Context: an optimization exercise on an open-source flow, tuned for small area, a short achievable clock period and few clock cycles per item. The choices shown serve that exercise and are no tape-out recipe.
The RTL was checked by simulation tests, not by an equivalence proof against the original design.

==> run X <==
==> flow/design.v <==
module fma32_core (
    input  wire        clk,
    input  wire [31:0] a,
    input  wire [31:0] b,
    input  wire [31:0] c,
    input  wire        strict,
    input  wire [1:0]  rnd,      
    output reg  [31:0] result,
    output reg  [3:0]  flags
);
    localparam RNE = 2'd0, RTZ = 2'd1, RUP = 2'd2, RDN = 2'd3;
    wire [1:0] rm = strict ? rnd : RNE;
    wire       sa = a[31], sb = b[31], sc = c[31];
    wire [7:0] ea = a[30:23], eb = b[30:23], ec = c[30:23];
    wire [22:0] fa = a[22:0], fb = b[22:0], fc = c[22:0];
    wire a_e0 = (ea == 8'h00), b_e0 = (eb == 8'h00), c_e0 = (ec == 8'h00);
    wire a_e1 = (ea == 8'hFF), b_e1 = (eb == 8'hFF), c_e1 = (ec == 8'hFF);
    wire a_f0 = (fa == 23'd0), b_f0 = (fb == 23'd0), c_f0 = (fc == 23'd0);
    wire a_nan = a_e1 & ~a_f0, b_nan = b_e1 & ~b_f0, c_nan = c_e1 & ~c_f0;
    wire a_inf = a_e1 &  a_f0, b_inf = b_e1 &  b_f0, c_inf = c_e1 &  c_f0;
    wire a_zero = a_e0 & (a_f0 | ~strict);
    wire b_zero = b_e0 & (b_f0 | ~strict);
    wire c_zero = c_e0 & (c_f0 | ~strict);
    wire in_uf  = ~strict & ((a_e0 & ~a_f0) | (b_e0 & ~b_f0) | (c_e0 & ~c_f0));
    wire sp      = sa ^ sb;
    wire eff_sub = sp ^ sc;
    wire prod_inf  = a_inf | b_inf;
    wire prod_zero = a_zero | b_zero;
    wire any_nan   = a_nan | b_nan | c_nan;
    wire any_snan  = (a_nan & ~fa[22]) | (b_nan & ~fb[22]) | (c_nan & ~fc[22]);
    wire invalid   = prod_inf & (prod_zero | (c_inf & eff_sub));
    wire        spec   = any_nan | prod_inf | c_inf | (prod_zero & c_zero);
    reg         s_sign, s_expff, s_quiet, s_inv;
    reg  [21:0] s_pay;
    always @* begin
        s_sign = 1'b0; s_expff = 1'b1; s_quiet = 1'b1; s_inv = 1'b0; s_pay = 22'd0;
        if (any_nan) begin
            s_inv = strict & any_snan;
            if (strict) begin
                if (a_nan)      begin s_sign = sa; s_pay = fa[21:0]; end
                else if (b_nan) begin s_sign = sb; s_pay = fb[21:0]; end
                else            begin s_sign = sc; s_pay = fc[21:0]; end
            end
        end else if (invalid) begin
            s_inv = 1'b1;
        end else if (prod_inf) begin
            s_sign = sp; s_quiet = 1'b0;
        end else if (c_inf) begin
            s_sign = sc; s_quiet = 1'b0;
        end else begin
            s_sign = (sp == sc) ? sp : (rm == RDN);
            s_expff = 1'b0; s_quiet = 1'b0;
        end
    end
    wire [23:0] ma = {~a_e0, fa & {23{~a_e0 | strict}}};
    wire [23:0] mb = {~b_e0, fb & {23{~b_e0 | strict}}};
    wire [23:0] mc = {~c_e0, fc & {23{~c_e0 | strict}}};
    wire [7:0]  xa = {ea[7:1], ea[0] | a_e0};
    wire [7:0]  xb = {eb[7:1], eb[0] | b_e0};
    wire [7:0]  xc = {ec[7:1], ec[0] | c_e0};
    wire [9:0] xab  = {2'b0, xa} + {2'b0, xb};
    wire signed [10:0] rs_raw = $signed({1'b0, xab}) - $signed({3'b0, xc}) - 11'sd100;
    wire       clamp = rs_raw[10] | prod_zero;    
    wire       big   = ~clamp & (rs_raw[9:0] > 10'd77);
    wire [6:0] rs    = clamp ? 7'd0 : rs_raw[6:0];
    wire signed [10:0] etop = clamp ? $signed({3'b0, xc}) + 11'sd1
                                    : $signed({1'b0, xab}) - 11'sd99;
    wire [101:0] cfull = {1'b0, mc, 77'd0} >> rs;
    wire [77:0]  cw     = big ? 78'd0 : cfull[101:24];
    wire         cstick = big ? (mc != 24'd0) : (cfull[23:0] != 24'd0);
    wire [78:0]  cx     = {1'b0, cw[77:1], cw[0] | cstick} ^ {79{eff_sub}};
    wire [47:0]  prod   = ma * mb;
    wire [78:0]  sum    = {28'd0, prod, 3'd0} + cx + {78'd0, eff_sub};
    reg [78:0] r1_sum;
    reg signed [10:0] r1_etop;
    reg        r1_sp, r1_sc, r1_strict, r1_uf;
    reg [1:0]  r1_rm;
    reg        r1_spec, r1_ssign, r1_sexpff, r1_squiet, r1_sinv;
    reg [21:0] r1_spay;
    always @(posedge clk) begin
        r1_sum <= sum; r1_etop <= etop;
        r1_sp <= sp; r1_sc <= sc; r1_strict <= strict; r1_uf <= in_uf; r1_rm <= rm;
        r1_spec <= spec; r1_ssign <= s_sign; r1_sexpff <= s_expff;
        r1_squiet <= s_quiet; r1_sinv <= s_inv; r1_spay <= s_pay;
    end
    wire        neg   = r1_sum[78];
    wire [77:0] mag   = neg ? (~r1_sum[77:0] + 78'd1) : r1_sum[77:0];
    wire        rsign = neg ? r1_sc : r1_sp;
    wire        mzero = (r1_sum == 79'd0);
    wire signed [10:0] mpos = 11'sd78 - r1_etop;
    wire        tiny  = (mpos > 11'sd101);
    wire [101:0] marker = (mpos[10] | tiny) ? 102'd0 : (102'd1 << mpos[6:0]);
    wire [101:0] ext  = {24'd0, mag};
    wire [127:0] lzin = {ext | marker, 1'b1, 25'd0};
    function [6:0] lzc128(input [127:0] x);
        reg [127:0] y;
        begin
            y = x;
            lzc128[6] = (y[127:64]  == 0); if (lzc128[6]) y = y << 64;
            lzc128[5] = (y[127:96]  == 0); if (lzc128[5]) y = y << 32;
            lzc128[4] = (y[127:112] == 0); if (lzc128[4]) y = y << 16;
            lzc128[3] = (y[127:120] == 0); if (lzc128[3]) y = y << 8;
            lzc128[2] = (y[127:124] == 0); if (lzc128[2]) y = y << 4;
            lzc128[1] = (y[127:126] == 0); if (lzc128[1]) y = y << 2;
            lzc128[0] = (y[127]     == 0);
        end
    endfunction
    function [6:0] tzc78(input [77:0] x);
        reg [127:0] y;
        begin
            y = {50'd1, x};
            tzc78[6] = (y[63:0] == 0); if (tzc78[6]) y = y >> 64;
            tzc78[5] = (y[31:0] == 0); if (tzc78[5]) y = y >> 32;
            tzc78[4] = (y[15:0] == 0); if (tzc78[4]) y = y >> 16;
            tzc78[3] = (y[7:0]  == 0); if (tzc78[3]) y = y >> 8;
            tzc78[2] = (y[3:0]  == 0); if (tzc78[2]) y = y >> 4;
            tzc78[1] = (y[1:0]  == 0); if (tzc78[1]) y = y >> 2;
            tzc78[0] = (y[0]    == 0);
        end
    endfunction
    wire [6:0]   t   = lzc128(lzin);
    wire [101:0] sh  = ext << t;
    wire [6:0]   tz  = tzc78(mag);
    wire [23:0]  mn  = tiny ? 24'd0 : sh[101:78];
    wire         rb  = tiny ? 1'b0  : sh[77];
    wire         stk = tiny | ({1'b0, tz} + {1'b0, t} <= 8'd76);
    wire         normal = mn[23];
    wire signed [10:0] e_norm = r1_etop + 11'sd24 - $signed({4'd0, t});
    wire [7:0]   efld = normal ? e_norm[7:0] : 8'd0;
    wire         povf = normal & (e_norm >= 11'sd255);
    reg [22:0] r2_mn;
    reg [7:0]  r2_efld;
    reg        r2_rb, r2_stk, r2_povf, r2_sign, r2_mzero;
    reg        r2_strict, r2_uf;
    reg [1:0]  r2_rm;
    reg        r2_spec, r2_ssign, r2_sexpff, r2_squiet, r2_sinv;
    reg [21:0] r2_spay;
    always @(posedge clk) begin
        r2_mn <= mn[22:0]; r2_efld <= efld; r2_rb <= rb; r2_stk <= stk;
        r2_povf <= povf; r2_sign <= rsign; r2_mzero <= mzero;
        r2_strict <= r1_strict; r2_uf <= r1_uf; r2_rm <= r1_rm;
        r2_spec <= r1_spec; r2_ssign <= r1_ssign; r2_sexpff <= r1_sexpff;
        r2_squiet <= r1_squiet; r2_sinv <= r1_sinv; r2_spay <= r1_spay;
    end
    wire inexact = r2_rb | r2_stk;
    reg  inc;
    always @* begin
        case (r2_rm)
            RNE:     inc = r2_rb & (r2_stk | r2_mn[0]);
            RTZ:     inc = 1'b0;
            RUP:     inc = ~r2_sign & inexact;
            default: inc =  r2_sign & inexact;
        endcase
    end
    wire [30:0] rounded = {r2_efld, r2_mn} + {30'd0, inc};
    wire ovf      = r2_povf | (rounded[30:23] == 8'hFF);
    wire to_inf   = (r2_rm == RNE) | (r2_rm == RUP & ~r2_sign) | (r2_rm == RDN & r2_sign);
    wire res_zero = (rounded == 31'd0);
    wire res_sub  = (rounded[30:23] == 8'd0);
    reg [31:0] res_n;
    reg [3:0]  flg_n;
    always @* begin
        flg_n = 4'b0000;
        if (r2_spec) begin
            res_n = {r2_ssign, {8{r2_sexpff}}, r2_squiet, r2_spay};
            flg_n = {r2_sinv, 3'b000};
        end else if (r2_mzero) begin
            res_n = {(r2_rm == RDN), 31'd0};
        end else if (ovf) begin
            if (!r2_strict) begin
                res_n = {r2_sign, 31'h7F7FFFFF};
                flg_n = 4'b0010;
            end else begin
                res_n = to_inf ? {r2_sign, 8'hFF, 23'd0} : {r2_sign, 31'h7F7FFFFF};
                flg_n = 4'b0100;
            end
        end else if (res_zero | (~r2_strict & res_sub)) begin
            res_n = {r2_sign, 31'd0};
            flg_n = 4'b0001;
        end else begin
            res_n = {r2_sign, rounded};
        end
        if (flg_n == 4'b0000 && r2_uf)
            flg_n = 4'b0001;
    end
    always @(posedge clk) begin
        result <= res_n;
        flags  <= flg_n;
    end
endmodule
module fma32 (
    input  wire        clk,
    input  wire        rst,         
    input  wire        in_valid,
    input  wire [31:0] a,
    input  wire [31:0] b,
    input  wire [31:0] c,
    input  wire        strict,      
    input  wire [1:0]  rnd,         
    output reg         out_valid,
    output wire [31:0] result,
    output wire [3:0]  flags        
);
    localparam LAT = 2;             
    reg        s0_valid;
    reg [31:0] s0_a, s0_b, s0_c;
    reg        s0_strict;
    reg [1:0]  s0_rnd;
    reg [LAT-1:0] vpipe;
    fma32_core u_core (
        .clk    (clk),
        .a      (s0_a),
        .b      (s0_b),
        .c      (s0_c),
        .strict (s0_strict),
        .rnd    (s0_rnd),
        .result (result),
        .flags  (flags)
    );
    always @(posedge clk) begin
        if (rst) begin
            s0_valid  <= 1'b0;
            vpipe     <= {LAT{1'b0}};
            out_valid <= 1'b0;
        end else begin
            s0_valid  <= in_valid;
            vpipe     <= {vpipe[LAT-2:0], s0_valid};
            out_valid <= vpipe[LAT-1];
        end
    end
    always @(posedge clk) begin
        s0_a      <= a;
        s0_b      <= b;
        s0_c      <= c;
        s0_strict <= strict;
        s0_rnd    <= rnd;
    end
endmodule
==> flow/run.sh <==
#!/bin/bash
# synth_recipe.tcl (not shown) runs the flow's synth.tcl, then flattens the netlist and writes it again
# the make line also repeats each setting of config.mk as NAME=value (left out here)
make -C /OpenROAD-flow-scripts/flow DESIGN_CONFIG=/design/flow/config.mk WORK_HOME=/design/flow/orfs CLKGATE_MAP_FILE= SYNTH_SCRIPT=/design/flow/synth_recipe.tcl finish
==> flow/config.mk <==
export PLATFORM = sky130hd
export DESIGN_NAME = fma32
export DESIGN_NICKNAME = fma32
export VERILOG_FILES = /design/flow/design.v
export SDC_FILE = /design/flow/constraint.sdc
export NUM_CORES = 4
export LEC_CHECK = 0
export CAP_MARGIN = 20
export CORE_MARGIN = 2
export CORE_UTILIZATION = 40
export SLEW_MARGIN = 20
==> flow/constraint.sdc <==
create_clock -name core_clock -period 28.0 [get_ports {clk}]
set_input_delay 5.6000 -clock core_clock [delete_from_list [all_inputs] [get_ports {clk}]]
set_output_delay 5.6000 -clock core_clock [all_outputs]
set_load 0.01 [all_outputs]
==> inputs of run B, as changes to run X <==
==> flow/flow/run.sh (new file) <==
#!/bin/bash
set -e
export SETUP_SLACK_MARGIN=${MARGIN:-19}
bash standard.sh > standard.log 2>&1
==> flow/standard.sh (new file) <==
#!/bin/bash
# synth_recipe.tcl (not shown) runs the flow's synth.tcl, then flattens the netlist and writes it again
# the make line also repeats each setting of config.mk as NAME=value (left out here)
make -C /OpenROAD-flow-scripts/flow DESIGN_CONFIG=/design/flow/config.mk WORK_HOME=/design/flow/orfs CLKGATE_MAP_FILE= SYNTH_SCRIPT=/design/flow/synth_recipe.tcl "${@:-finish}"
removed: flow/run.sh
==> flow_summary.toml <==
[critical_path]
crit_buf_inv = 7
critical_path.max_fanout = 7

[timing]
fin_crit_sh = 0.385
finClkSkew_ns = 0.0525

[final_layout]
final_cells = 7683

[status]
status = "timing/DRC/antenna clean"

[power]
Source of the figures above: run B

==> flow_summary.toml <==
[status]
status = "timing/DRC/antenna clean"

[critical_path]
crit_buf_inv = 5

[final_layout]
final_cells = 7345

[detailed_routing]
drt-total-wl_um = 190000

[timing]
fin_crit_sh = 0.490
Source of the figures above: run X

Testbench counts of run X, summed over its fixed seeds: cycles 12,024, items 12,000.
Testbench counts of run B, summed over its fixed seeds: cycles 12,024, items 12,000.

-- separate check: timing with driven ports --
The results above use ideal ports. As a check the final layouts listed here were re-extracted and re-timed, cells and wires unchanged.
Step 1: set_driving_cell puts a clkbuf_16 on clk and a buf_2 on each other input, an assumption about the parent block.
Step 2 also shifts input and output timing later by t, the mid clock arrival at the registers, as if the neighbouring blocks saw the same clock.
Three values: ideal, step 1, step 2; two values: the first two.
| run | t, ns | setup WS [ns] | hold WS [ns] | worst setup path after step 2 | worst register clock-pin slew, ns |
|---|---|---|---|---|---|
| run X | 0.616 | 14.271 / 14.271 / 14.271 | 0.299 / 0.299 / 0.299 | register to register | 0.07 / 0.07 |
| run B | 0.643 | 17.216 / 17.216 / 17.216 | 0.323 / 0.323 / 0.323 | register to register | 0.07 / 0.07 |
After both steps every run listed still meets setup and hold.
